From an optimization exercise on the open Yosys and OpenROAD flow, aimed at small area and a short achievable clock period; shortcuts taken in it are not production practice.
Function was checked by simulation only, so behaviour that the tests miss may differ from the original.

==> flow/design.v, too long to show whole: its modules and the start of the top module <==
// module quire_ecc: 1276 lines
module quire_ecc (
    input  wire         clk,
    input  wire         rst,
    input  wire         enc_in_valid,
    input  wire [127:0] enc_in_data,
    output reg          enc_out_valid,
    output reg  [144:0] enc_out_word,
    input  wire         dec_in_valid,
    input  wire [144:0] dec_in_word,
    output reg          dec_out_valid,
    output reg  [144:0] dec_out_word,
    output reg          dec_out_corr,
    output reg          dec_out_unc
);
  // ...
==> flow/flow/run.sh <==
#!/bin/bash
# The standard layout (standard.sh, the standard flow's own ORFS run), with these changes:
#  - synthesis is the standard flow's script (synth_recipe.tcl) unchanged except that
#    yosys's abc maps with flow/abc_area.script (area-oriented mapping, no
#    gate upsizing or buffering; registers are mapped by dfflibmap as before);
#  - the port buffers that ORFS inserts on every input and output are
#    sky130_fd_sc_hd__buf_1 instead of the cell buffer_ports picks by default;
#  - repair_timing aims for a setup slack margin, so that it sizes the
#    critical paths although the design's clock period is met anyway.
# The SDC, clock period and every other step are the standard flow's.
# Each tool's output goes to a log of its own here (synth.log, standard.log)
# and to ORFS's logs under orfs/logs.
set -euo pipefail
W="$(cd "$(dirname "$0")/.." && pwd)"
cd "$W"
export BUFFER_PORTS_ARGS="-buffer_cell sky130_fd_sc_hd__buf_1"
export SETUP_SLACK_MARGIN=16

cat > "$W/flow/synth_area.tcl" <<EOT
proc abc {args} {
  set i [lsearch \$args -script]
  if {\$i >= 0} { lset args [expr {\$i + 1}] $W/flow/abc_area.script }
  yosys abc {*}\$args
}
source $W/synth_recipe.tcl
EOT
sed "s#SYNTH_SCRIPT=[^ ]*#SYNTH_SCRIPT=$W/flow/synth_area.tcl#" standard.sh > "$W/flow/synth_step.sh"
bash "$W/flow/synth_step.sh" synth > synth.log 2>&1
bash standard.sh > standard.log 2>&1
==> flow/flow/abc_area.script <==
strash
dch
map -a
topo
==> flow/standard.sh <==
#!/bin/bash
# synth_recipe.tcl (not shown) runs the flow's synth.tcl, then flattens the netlist and writes it again
# the make line also repeats each setting of config.mk as NAME=value (left out here)
make -C /OpenROAD-flow-scripts/flow DESIGN_CONFIG=/design/flow/config.mk WORK_HOME=/design/flow/orfs CLKGATE_MAP_FILE= SYNTH_SCRIPT=/design/flow/synth_recipe.tcl "${@:-finish}"
==> flow/config.mk <==
export PLATFORM = sky130hd
export DESIGN_NAME = quire_ecc
export DESIGN_NICKNAME = quire_ecc
export VERILOG_FILES = /design/flow/design.v
export SDC_FILE = /design/flow/constraint.sdc
export NUM_CORES = 4
export LEC_CHECK = 0
export CAP_MARGIN = 30
export CORE_MARGIN = 2
export CORE_UTILIZATION = 55
export SLEW_MARGIN = 30
==> flow/constraint.sdc <==
create_clock -name core_clock -period 22.0 [get_ports {clk}]
set_input_delay 4.4000 -clock core_clock [delete_from_list [all_inputs] [get_ports {clk}]]
set_output_delay 4.4000 -clock core_clock [all_outputs]
set_load 0.01 [all_outputs]
==> qor.yml, run 1 <==
layout:
  syn2layout_area_growth_pct: 34.35
  multiInputGateArea_um2: 18560
  clkCellAreaFrac_pct: 5.686
  num-nets-final: 3978
  largest_cell_class: "multi-input gates"
  nonClockInverterCount: 160
sta:
  drv_slew: 4
global_routing:
  grt_pass1_vias: 25160
  use_met2_pct: 73.29
  antenna_found_initial: 5
routing:
  drt-initial-drc-count: 3694
  drt-wirelength-per-cell_um: 30.20
  m1WireLength_um: 44430
  route.met2.wl_um: 58010
  dr.max_layer_used: "met5"
worst_setup_path:
  rrSetupSlack_ps: 15630
  worstPathCellList: "buf_1, xnor2_1, xnor2_1, xnor2_1, xnor2_1, xnor2_1, xor2_1"
  required_ps: 22490
die:
  die_h_um: 231.2
  die-area_um2: 53440
job:
  maxCapViolations: 2
placed_design:
  placed_cells_incl_taps: 4172
synthesis:
  syn_area_per_cell_um2: 9.720
  synth_edf_count: 0
  synth-seq-area-share_pct: 43.87
  yosys.area_share.simple_pct: 9.151
status:
  status: "finished with violations"
  so_faults: "capacitance limit"
clock_tree:
  cts-hold-fix-buffers: 0
  post_cts_buffers: 62
==> inputs of run 2 (changes only) <==
==> flow/run.sh (new file) <==
#!/bin/bash
# synth_recipe.tcl (not shown) runs the flow's synth.tcl, then flattens the netlist and writes it again
# the make line also repeats each setting of config.mk as NAME=value (left out here)
make -C /OpenROAD-flow-scripts/flow DESIGN_CONFIG=/design/flow/config.mk WORK_HOME=/design/flow/orfs CLKGATE_MAP_FILE= SYNTH_SCRIPT=/design/flow/synth_recipe.tcl finish
removed: flow/flow/run.sh
removed: flow/flow/abc_area.script
removed: flow/standard.sh
==> run 2 against run 1 <==
Now clean on timing, DRC and antenna. Flip-flop and latch count is the same. Critical path depth grew 14. Worst setup slack lost 1700 ps. Cell area grew 5.5%. Final cell count grew 2.0%. Clock skew shrank 59 ps. Hold slack gained 0.95 ps. Core utilization shrank 3.4 points.
==> qor.yml, run 2 <==
status:
  status: "no timing/DRC/antenna violations"  # was finished with violations
worst_setup_path:
  timing.rr.end: "dec_out_word[37]"  # was dec_out_word[98]
  required_ps: 22480  # was 22490 ps
  path_class: "reg -> reg"  # was in -> reg
  worstPathCellList: "inv_1, ha_1, xnor2_1, o221ai_1, a21oi_2, xnor3_1, xnor2_1, xor2_1, inv_2, xnor2_2, inv_2, ha_1, mux2i_1, a211o_1, a221oi_1, nor3_1, nor4_4, a21oi_4, buf_4, o32ai_1, xor2_1"  # was buf_1, xnor2_1, xnor2_1, xnor2_1, xnor2_1, xnor2_1, xor2_1
  rrSetupSlack_ps: 13630  # was 15630 ps
  critPathMaxStageDelay_ps: 1060  # was 1250 ps
  crit_arrival_ps: 8850  # was 7190 ps
  r2r-start: "r2_c[0]"  # was r2_c[1]
  startpoint_type: "register"  # was input port
  critPathBufInv: 4  # was 1
  end_kind: "register"  # unchanged
  reg2regPathDepth: 21  # was 29
  cp_slowest_cell: "o32ai_1"  # was xnor2_1
  critPathTopFamily: "compound AO/OA/AOI/OAI gates"  # was XOR/XNOR gates
  crit_path_max_fanout: 65  # was 4
layout:
  final_common_cell: "xnor2_1"  # was dfxtp_1
  fin_area_um2: 40230  # was 38130 um^2
  final-seq-area_um2: 12450  # was 12460 um^2
  final_util_pct: 71.07  # was 74.48%
  multiInputGateArea_um2: 18560  # unchanged
  most-common-layout-cells: "950 x xnor2_1, 622 x dfxtp_1, 570 x clkdlybuf4s50_1, 289 x xor2_1, 186 x nor2_1"  # was 619 x dfxtp_1, 556 x xor2_1, 482 x buf_1, 476 x xnor2_1, 261 x nand2_1
  nFillCells: 3995  # was 3362
  syn2layout_area_growth_pct: 27.46  # was 34.35%
  drive_above_1_share_pct: 4.847  # was 19.93%
  num-nets-final: 3982  # was 3978
synthesis:
  syn_area_per_cell_um2: 10.01  # was 9.720 um^2
  async_flop_share_pct: 0  # unchanged
  synth_top_cells_by_count: "954 x xnor2_1, 622 x dfxtp_1, 291 x xor2_1"  # was 656 x xor2_1, 622 x dfxtp_1, 606 x xnor2_1
  yosysTopAreaCell: "dfxtp_1"  # unchanged
  synth.distinct_cells: 84  # was 32
  syn_inst: 3153  # was 2920
  syn_area_um2: 31560  # was 28380 um^2
  synth_area_leaders: "dfxtp_1 39%, xnor2_1 26%, xor2_1 8.1%, nor2_1 2.2%, xnor3_1 2.1%"  # was dfxtp_1 44%, xor2_1 20%, xnor2_1 19%, nand2_1 4.1%, o22ai_1 3.3%
  synth-seq-area-share_pct: 39.45  # was 43.87%
  yosysMostFrequentCell: "xnor2_1"  # was xor2_1
  yosysWarnings: 1  # unchanged
  synth_top_area_share_pct: 39.45  # was 43.87%
  ys_ff_latch: 622  # unchanged
  synth_nets: 3452  # was 3219
  synth_ff_type: "dfxtp_1"  # unchanged
  synth_edf_count: 0  # unchanged
routing:
  drt-initial-drc-count: 4060  # was 3694
  ant_nets: 0  # unchanged
  vias: 27570  # was 26030
  first_pass_iters: 10  # was 9
  drt-wirelength-per-cell_um: 30.47  # was 30.20 um
  finalWirelength_um: 137100  # was 133200 um
  drc: 0  # unchanged
  viasPerCell: 6.125  # was 5.900
sta:
  drv_slew: 0  # was 4
  finalSetupViolations: 0  # unchanged
  grt_setup_unrepaired: "false"  # was true
  slew_headroom_pct: 23.86  # was -3.284%
  fin_crit_sh_pct: 38.05  # was 30.49%
  skew_ps: 26.93  # was 86.19 ps
  whs_ps: 319.1  # was 318.1 ps
  tightest_slew_ps: 1139  # was 1538 ps
  worst_slack_ps: 13630  # was 15290 ps
  hold_viol_final: 0  # unchanged
  fmax_mhz: 119.5  # was 149.1 MHz
  period_minus_slack_ps: 8370  # was 6708 ps
  setup_tns_ps: 0  # unchanged
clock_tree:
  clockRootBuffer: "clkbuf_16"  # unchanged
  cts-hold-fix-buffers: 0  # unchanged
  clockBufferDepth: 3  # unchanged
  clk_latency_ps: 660  # was 700 ps
  clk_pin_slew_ps: 70  # about the same
  post_cts_buffers: 0  # was 62
  clkSinkCount: 622  # unchanged
  cts-buffers-inserted: 61  # was 59
  h-tree-depth: 2  # unchanged
  ctsResizeCount: 0  # was 255
  cts_tree: "built"  # unchanged
global_routing:
  grt_pass1_wl_um: 192000  # was 174400 um
  grt_max_degree: 66  # was 20
  antenna_found_initial: 25  # was 5
  track_usage_pct: 44.74  # was 45.77%
  grt_pass1_vias: 26790  # was 25160
  grt-ovfl-total: 0  # unchanged
die:
  coreArea_um2: 56600  # was 51200 um^2
  rows: 87  # was 83
  start_util_pct: 55.76  # was 55.44%
  die_h_um: 243.6  # was 231.2 um
  die-area_um2: 59320  # was 53440 um^2
  fp.dieW_um: 243.6  # was 231.2 um
  io_pins: 571  # unchanged
placed_design:
  dp_hpwl_um: 107500  # was 92690 um
  post-place-ws_ps: 14000  # was 14070 ps
  postPlaceCellArea_um2: 37950  # was 32140 um^2
  place_congestion: 1.064  # was 1.028
  port_buffers: 570  # unchanged
hold_path:
  hold_class: "reg -> reg"  # unchanged
  worstHoldPathCells: 0  # unchanged
  min_from: "r1_w[99]"  # was r1_w[118]
  min_to: "r2_w[99]"  # was r2_w[118]
job:
  maxCapViolations: 0  # was 2
[run 2: metal layers]
layer | wire [um] | global-route usage [%]
met2 | 58010 | 66.92
met1 | 52220 | 58.71
met3 | 18800 | 14.30
met5 | 69 | 0
met4 | 8031 | 20.80
[run 2: kinds of logic after synthesis]
| group | after synthesis | synth area share [%] |
|---|---|---|
| xor gates and xnor gates | 1295 | 38.10 |
| DFF | 622 | 39.45 |
| and+or+nand+nor | 586 | 8.614 |
| AOI/OAI and AO/OA | 414 | 8.975 |
| buffers and inverters | 156 | 2.006 |
| muxes | 58 | 1.982 |
| adders and majority gates | 22 | 0.8721 |
[run 2: worst max-delay path by stage]
stage                      from                end  slack (ps)  cells after the start
3_5_place_dp            r2_c[0]   dec_out_word[37]       14000                     20
2_1_floorplan  enc_in_data[108]  enc_out_word[132]       15720                      7
3_3_place_gp            r2_c[0]    dec_out_word[3]       13860                     20
4_1_cts                 r2_c[0]   dec_out_word[52]       13940                     20
5_1_grt                 r2_c[4]   dec_out_word[37]       13290                     20
6_report                r2_c[0]   dec_out_word[37]       13630                     21
[run 2: worst register-to-register path: stages, from the launching register on]
cell and delay, ps:
dfxtp_1 630, inv_1 180, ha_1 390, xnor2_1 550, o221ai_1 250, a21oi_2 320
xnor3_1 340, xnor2_1 240, xor2_1 690, inv_2 290, xnor2_2 280, inv_2 180
ha_1 570, mux2i_1 150, a211o_1 320, a221oi_1 270, nor3_1 140, nor4_4 650
a21oi_4 80, buf_4 350, o32ai_1 1130, xor2_1 190
[run 2: metrics by stage]
step / cells
after floorplan: 3153
after global placement: 4375
after detailed placement: 4376
after CTS: 4490
after global routing: 4499
final: 4501
[run 2: area by class of cell]
class                      instances  area share (%)
antenna                           11         0.06842
sequential                       622           30.95
clock inverter                    42           1.608
clock buffer                      72           3.972
inverter                          30          0.2799
timing repair buffer             593           14.62
multi-input combinational       2375           46.15
tap                              756           2.351

-- separate check: timing with driven ports --
The flow's constraints put no driver on any port. The routed layouts listed below were extracted and timed again, unchanged, in two steps.
Step 1 assumes that a clkbuf_16 drives the clock port and a buf_2 every other input.
Step 2, shift: input delay + t, output delay - t, t = (earliest + latest rising clock arrival at the registers) / 2. This alone moves slack from input paths to output paths.
Slacks: ideal / step 1 / step 2; pairs: ideal / step 1.
| run | shift t [ns] | setup WS [ns] | slew at the worst register clock pin (ns) |
|---|---|---|---|
| run 1 | 0.724 | 15.292 / 15.327 / 14.603 | 0.08 / 0.08 |
| run 2 | 0.712 | 13.630 / 13.630 / 13.630 | 0.07 / 0.07 |
For run 1, which loses most, drivers alone change the setup slack by +0.035 ns; drivers and shift together by -0.689 ns.
